This design comes from an exercise in tuning for small area, a short achievable clock period and few clock cycles per item on the open sky130 flow, not from production work.
Only simulation tests tie the RTL to the original design; equivalence was not proved.

==> flow/design.v <==
module cvu (
    input  wire        clk,
    input  wire        rst,
    input  wire        in_valid,
    output wire        in_ready,
    input  wire        in_first,
    input  wire        in_last,
    input  wire [3:0]  in_bytes,
    input  wire [63:0] in_data,
    input  wire [2:0]  cfg_preset,
    input  wire        cfg_chain,
    input  wire [6:0]  cfg_width,
    input  wire [63:0] cfg_poly,
    input  wire [63:0] cfg_init,
    input  wire [63:0] cfg_xorout,
    input  wire        cfg_refin,
    input  wire        cfg_refout,
    output reg         out_valid,
    output reg  [63:0] out_crc,
    output reg  [63:0] out_reg
);
    assign in_ready = 1'b1;
    reg [6:0]  new_w;
    reg [63:0] new_poly;
    reg [63:0] new_init;
    reg [63:0] new_xor;
    reg        new_refin;
    reg        new_refout;
    always @* begin
        new_w      = cfg_width;
        new_poly   = cfg_poly;
        new_init   = cfg_init;
        new_xor    = cfg_xorout;
        new_refin  = cfg_refin;
        new_refout = cfg_refout;
        case (cfg_preset)
            3'd1: begin  
                new_w = 7'd32; new_poly = 64'h1EDC6F41; new_init = 64'hFFFFFFFF;
                new_refin = 1'b1; new_refout = 1'b1; new_xor = 64'hFFFFFFFF;
            end
            3'd2: begin  
                new_w = 7'd64; new_poly = 64'h42F0E1EBA9EA3693; new_init = 64'h0;
                new_refin = 1'b0; new_refout = 1'b0; new_xor = 64'h0;
            end
            3'd3: begin  
                new_w = 7'd64; new_poly = 64'h42F0E1EBA9EA3693; new_init = {64{1'b1}};
                new_refin = 1'b1; new_refout = 1'b1; new_xor = {64{1'b1}};
            end
            3'd4: begin  
                new_w = 7'd32; new_poly = 64'h04C11DB7; new_init = 64'hFFFFFFFF;
                new_refin = 1'b1; new_refout = 1'b1; new_xor = 64'hFFFFFFFF;
            end
            3'd5: begin  
                new_w = 7'd16; new_poly = 64'h1021; new_init = 64'hFFFF;
                new_refin = 1'b0; new_refout = 1'b0; new_xor = 64'h0;
            end
            3'd6: begin  
                new_w = 7'd8; new_poly = 64'h07; new_init = 64'h0;
                new_refin = 1'b0; new_refout = 1'b0; new_xor = 64'h0;
            end
            default: ;
        endcase
        if (cfg_chain)
            new_init = cfg_init;
    end
    wire [6:0]  new_shift   = 7'd64 - new_w;
    wire [63:0] new_poly_al = new_poly << new_shift;
    wire [63:0] new_init_al = new_init << new_shift;
    reg [63:0] crc_al;       
    reg [63:0] job_poly_al;
    reg [6:0]  job_w;
    reg [63:0] job_xor;
    reg        job_refin;
    reg        job_refout;
    wire [63:0] cur_reg    = in_first ? new_init_al : crc_al;
    wire [63:0] cur_poly   = in_first ? new_poly_al : job_poly_al;
    wire        cur_refin  = in_first ? new_refin   : job_refin;
    wire        cur_refout = in_first ? new_refout  : job_refout;
    wire [6:0]  cur_w      = in_first ? new_w       : job_w;
    wire [63:0] cur_xor    = in_first ? new_xor     : job_xor;
    reg [63:0] step [0:8];
    reg [63:0] r;
    reg [7:0]  b;
    reg        fb;
    integer    k, i;
    always @* begin
        step[0] = cur_reg;
        for (k = 0; k < 8; k = k + 1) begin
            b = in_data[8*k +: 8];
            if (cur_refin)
                b = {b[0], b[1], b[2], b[3], b[4], b[5], b[6], b[7]};
            r = step[k];
            for (i = 7; i >= 0; i = i - 1) begin
                fb = r[63] ^ b[i];
                r  = {r[62:0], 1'b0} ^ (fb ? cur_poly : 64'd0);
            end
            step[k+1] = r;
        end
    end
    reg [63:0] next_reg;
    always @* begin
        if (!in_last)
            next_reg = step[8];
        else case (in_bytes)
            4'd1: next_reg = step[1];
            4'd2: next_reg = step[2];
            4'd3: next_reg = step[3];
            4'd4: next_reg = step[4];
            4'd5: next_reg = step[5];
            4'd6: next_reg = step[6];
            4'd7: next_reg = step[7];
            default: next_reg = step[8];
        endcase
    end
    wire accept = in_valid & in_ready;
    always @(posedge clk) begin
        if (accept) begin
            crc_al <= next_reg;
            if (in_first) begin
                job_poly_al <= new_poly_al;
                job_w       <= new_w;
                job_xor     <= new_xor;
                job_refin   <= new_refin;
                job_refout  <= new_refout;
            end
        end
    end
    reg [63:0] res_al;
    reg [6:0]  res_w;
    reg [63:0] res_xor;
    reg        res_refout;
    always @(posedge clk) begin
        if (rst)
            out_valid <= 1'b0;
        else
            out_valid <= accept & in_last;
        if (accept & in_last) begin
            res_al     <= next_reg;
            res_w      <= cur_w;
            res_xor    <= cur_xor;
            res_refout <= cur_refout;
        end
    end
    reg [63:0] res_rev;
    reg [63:0] res_mask;
    always @* begin
        for (i = 0; i < 64; i = i + 1)
            res_rev[i] = res_al[63-i];
        res_mask = (res_w >= 7'd64) ? {64{1'b1}} : ((64'd1 << res_w) - 64'd1);
        out_reg  = res_al >> (7'd64 - res_w);
        out_crc  = ((res_refout ? res_rev : out_reg) ^ res_xor) & res_mask;
    end
endmodule
==> flow/run.sh <==
#!/bin/bash
# synth_recipe.tcl (not shown) runs the flow's synth.tcl, then flattens the netlist and writes it again
# the make line also repeats each setting of config.mk as NAME=value (left out here)
make -C /OpenROAD-flow-scripts/flow DESIGN_CONFIG=/design/flow/config.mk WORK_HOME=/design/flow/orfs CLKGATE_MAP_FILE= SYNTH_SCRIPT=/design/flow/synth_recipe.tcl finish
==> flow/config.mk <==
export PLATFORM = sky130hd
export DESIGN_NAME = cvu
export DESIGN_NICKNAME = cvu
export VERILOG_FILES = /design/flow/design.v
export SDC_FILE = /design/flow/constraint.sdc
export NUM_CORES = 4
export LEC_CHECK = 0
export CAP_MARGIN = 20
export CORE_MARGIN = 2
export CORE_UTILIZATION = 20
export PLACE_DENSITY = 0.3
export SETUP_SLACK_MARGIN = 1.0
export SLEW_MARGIN = 20
==> flow/constraint.sdc <==
create_clock -name core_clock -period 44.0 [get_ports {clk}]
set_input_delay 8.8000 -clock core_clock [delete_from_list [all_inputs] [get_ports {clk}]]
set_output_delay 8.8000 -clock core_clock [all_outputs]
set_load 0.01 [all_outputs]
==> out/results.ini <==
[outcome]
outcome = complete, no violations

[sta]
timing_hold_violations_final = 0
max_slew.worst_pin.slew_ns = 1.35
drv_slew = 0
timing.fmax_ghz = 0.0239
min_period_over_period = 0.949
skew_ns = 0.0522
grt_setup_unrepaired = false
final_worst_path_period_need_ns = 41.76
setup_viol = 0
max_slew_margin = 0.0962

[worst_hold_path]
hold-path-endpoint = job_w[6]
hold_path.class = flop to flop
hold_start = job_w[6]
whs_path_depth = 1

[grt]
largest_net_degree_at_the_start_of_global_routing = 97
first_global_vias = 111934
grtUsageTotal = 0.247
initial_antenna_violation_count = 38
grt_first_pass_wirelength_mm = 971
total_grt_overflow = 0

[critical_path]
r2r.worst_path.cells = 106
path_class = primary input to flop
rr_startpoint = crc_al[62]
crit_path_start_kind = primary input
timing.critical_path.slowest_stage_cell = sky130_fd_sc_hd__a222oi_1
timing.critical_path.mode_cell = sky130_fd_sc_hd__buf_4
rrSetupSlack_ns = 12.71
worst_ep_required_time_ns = 44.30
r2r-end = crc_al[37]
timing.critical_path.slowest_cell_delay_ns = 0.80
cp.arrival_ns = 42.06
path_max_fanout = 37
cp-end-kind = flop

[finish]
highest_count_cells_in_the_layout_ignoring_fill_and_taps = sky130_fd_sc_hd__nor2_1, sky130_fd_sc_hd__xnor2_1, sky130_fd_sc_hd__a21oi_1, sky130_fd_sc_hd__nand2_1, sky130_fd_sc_hd__o21ai_0
area_growth_syn_to_layout_pct = 14.0
layout.cells.non_filler = 22666
layout_commonest_cell = sky130_fd_sc_hd__nor2_1
num-fill-cells = 59415
layout-drive-gt1-share = 0.0911
finalNetCount = 15880
post-route-util = 0.229

[placed_design]
post-place-cells = 22537
placement.io_buffers = 406
dp_hpwl_mm = 533
globalplace.congestion = 0.913

[synthesis]
post_synth_num_cell_types = 141
synth_largest_area_cell = sky130_fd_sc_hd__xnor2_1
post_synth_inst_count = 16181
async_reset_ff_frac = 0
syn-num-nets = 16467
yosys_warnings = 2
ys_dominant_reg_cell = sky130_fd_sc_hd__edfxtp_1
post_synth.cell_area_avg_sq_um = 6.61
synth_edf_count = 337
seq_area_frac_synth = 0.0948
syn_area_sq_um = 107000
synthDominantCellAreaShare = 0.270
synth.ff_latch_count = 338
netlist_top_cells_area = sky130_fd_sc_hd__xnor2_1, sky130_fd_sc_hd__nor2_1, sky130_fd_sc_hd__edfxtp_1, sky130_fd_sc_hd__a21oi_1, sky130_fd_sc_hd__nand2_1

[clock_tree]
clkSlewWorstSetupHoldPaths_ns = 0.06
cts-root-to-sink-buffers = 3
root_buffer = sky130_fd_sc_hd__clkbuf_16
tritoncts.num_buffers = 45
clkSinkCount = 338
worst_skew_pair.late_latency_ns = 0.68
cts_tree = yes
cts-htree-levels = 2

[job]
max_cap_violations = 0

[drt]
drt_wl_total_mm = 700
route.detailed.wl_per_inst_um = 30.9
vias = 116658
drt_iter0_markers = 12336
route.antenna.remaining_nets = 0
first_pass_iters = 6
via_per_inst = 5.15
route.detailed.drc = 0

[floorplanning]
core-area_sq_um = 532000
number_of_primary_i_o_pins = 408
initial_utilization = 0.201
die_w_um = 735
dieArea_sq_um = 541000
placement_rows = 268
die_height_um = 735

synthesized netlist by cell type, drive strengths merged, types with 27 or more instances:
cell / instances
o31ai: 27
inv: 59
a211o: 77
o22a: 30
mux2: 72
a221oi: 80
a2111oi: 28
mux2i: 289
a32oi: 45
a21o: 30
clkinv: 32
nand3: 121
a22oi: 86
a211oi: 214
o211ai: 202
and3: 42
a21oi: 1472
o21a: 63
nand4: 42
o21ai: 853
or2: 33
xnor2: 3316
nand2: 1320
xor2: 292
o311ai: 72
or3: 29
o22ai: 274
mux4: 112
buf: 645
nor2: 3761
a31oi: 104
edfxtp: 337
o32ai: 201
clkbuf: 1087
o221ai: 83
and2: 79
nor3: 154
xnor3: 54
state kept, by name, summed over array words and instances (netlist names):
register and cells:
res_xor 64, crc_al 64, res_refout 1, res_al 64, job_refin 1, res_w 7
job_xor 64, job_w 7, out_valid 1, job_poly_al 64, job_refout 1
per-layer routing:
metal | track usage | vias to the layer above | share of wire
li1 | - | 54078 | -
met1 | 0.352 | 58138 | 0.47
met2 | 0.393 | 3903 | 0.44
met3 | 0.0185 | 527 | 0.046
met4 | 0.0815 | 12 | 0.039
met5 | 0 | - | 0.000094
worst max-delay path, delay by kind of cell:
family,cells,cell delay [ns]
AO/OA/AOI/OAI,39,10.79
XOR/XNOR,21,7.06
adder cells (fa/ha/maj),1,0.45
buffers and inverters,16,3.55
multiplexers,6,2.17
AND/OR/NAND/NOR,34,9.05
final cells by class:
cell class | instances | area, sq um | share of cell area
inverter | 91 | 368 | 0.00302
tap | 7020 | 8780 | 0.0720
multi-input combinational | 14016 | 91500 | 0.750
clock inverter | 31 | 338 | 0.00277
clock buffer | 51 | 1170 | 0.00960
antenna | 17 | 42.5 | 0.000349
sequential | 338 | 10100 | 0.0832
timing repair buffer | 1102 | 9590 | 0.0786
worst max-delay path by stage:
stage / start / to / slack, ns
floorplan: cfg_preset[0] / crc_al[20] / 4.95
global placement: cfg_preset[0] / crc_al[7] / -0.35
detailed placement: cfg_preset[0] / res_al[60] / -0.37
CTS: cfg_preset[0] / res_al[9] / 1.02
global route: cfg_preset[1] / crc_al[5] / 0.98
finish: cfg_preset[1] / crc_al[37] / 2.24
cells by family (layout without fill, tap and decap cells):
family,Yosys count,after routing,synth area share
AO/OA/AOI/OAI,4154,4154,0.249
XOR/XNOR,3669,3669,0.312
adder cells (fa/ha/maj),8,8,0.000936
buffers and inverters,1828,1275,0.0708
flip-flops,338,338,0.0948
multiplexers,473,473,0.0583
other,1,18,0.0000351
AND/OR/NAND/NOR,5710,5711,0.214
stage by stage:
stage | hold WS (ns) | area (sq um) | worst slack, ns | setup TNS, ns
floorplan | 0.516 | 107000 | 4.95 | 0
global placement | 0.541 | 119000 | -0.347 | -20.03
detailed placement | 0.546 | 119000 | -0.369 | -22.52
CTS | 0.566 | 121000 | 1.02 | 0
global route | 0.585 | 122000 | 0.982 | 0
finish | 0.556 | 122000 | 2.24 | 0
what timing repair did:
action / in CTS / in global routing
setup endpoints to repair: 128 / 128
pin swaps: 3 / 15
setup buffers: 2 / 24
cloned: 2 / 1
resized for setup: 18 / 113
hold buffers: 0 / 0
Testbench counts, summed over its fixed seeds: cycles 16,127, bytes 125,702.

[re-timing with driven ports]
Ports are ideal in the flow. The routed layout listed here was re-timed in OpenROAD. Step 1: set_driving_cell puts a clkbuf_16 on clk and a buf_2 on each other input, an assumption about the parent block. Step 2 also shifts input and output timing later by t, the mid clock arrival at the registers, as if the neighbouring blocks saw the same clock. a / b / c = ideal / step 1 / step 2; a / b = the first two.
t, ns: 0.728
setup WS [ns]: 2.237 / 2.275 / 1.547
cell pins on the clock port's net: 1
After both steps setup and hold are still met in this run. For this run, drivers alone change the setup slack by +0.038 ns; drivers and shift together by -0.690 ns.
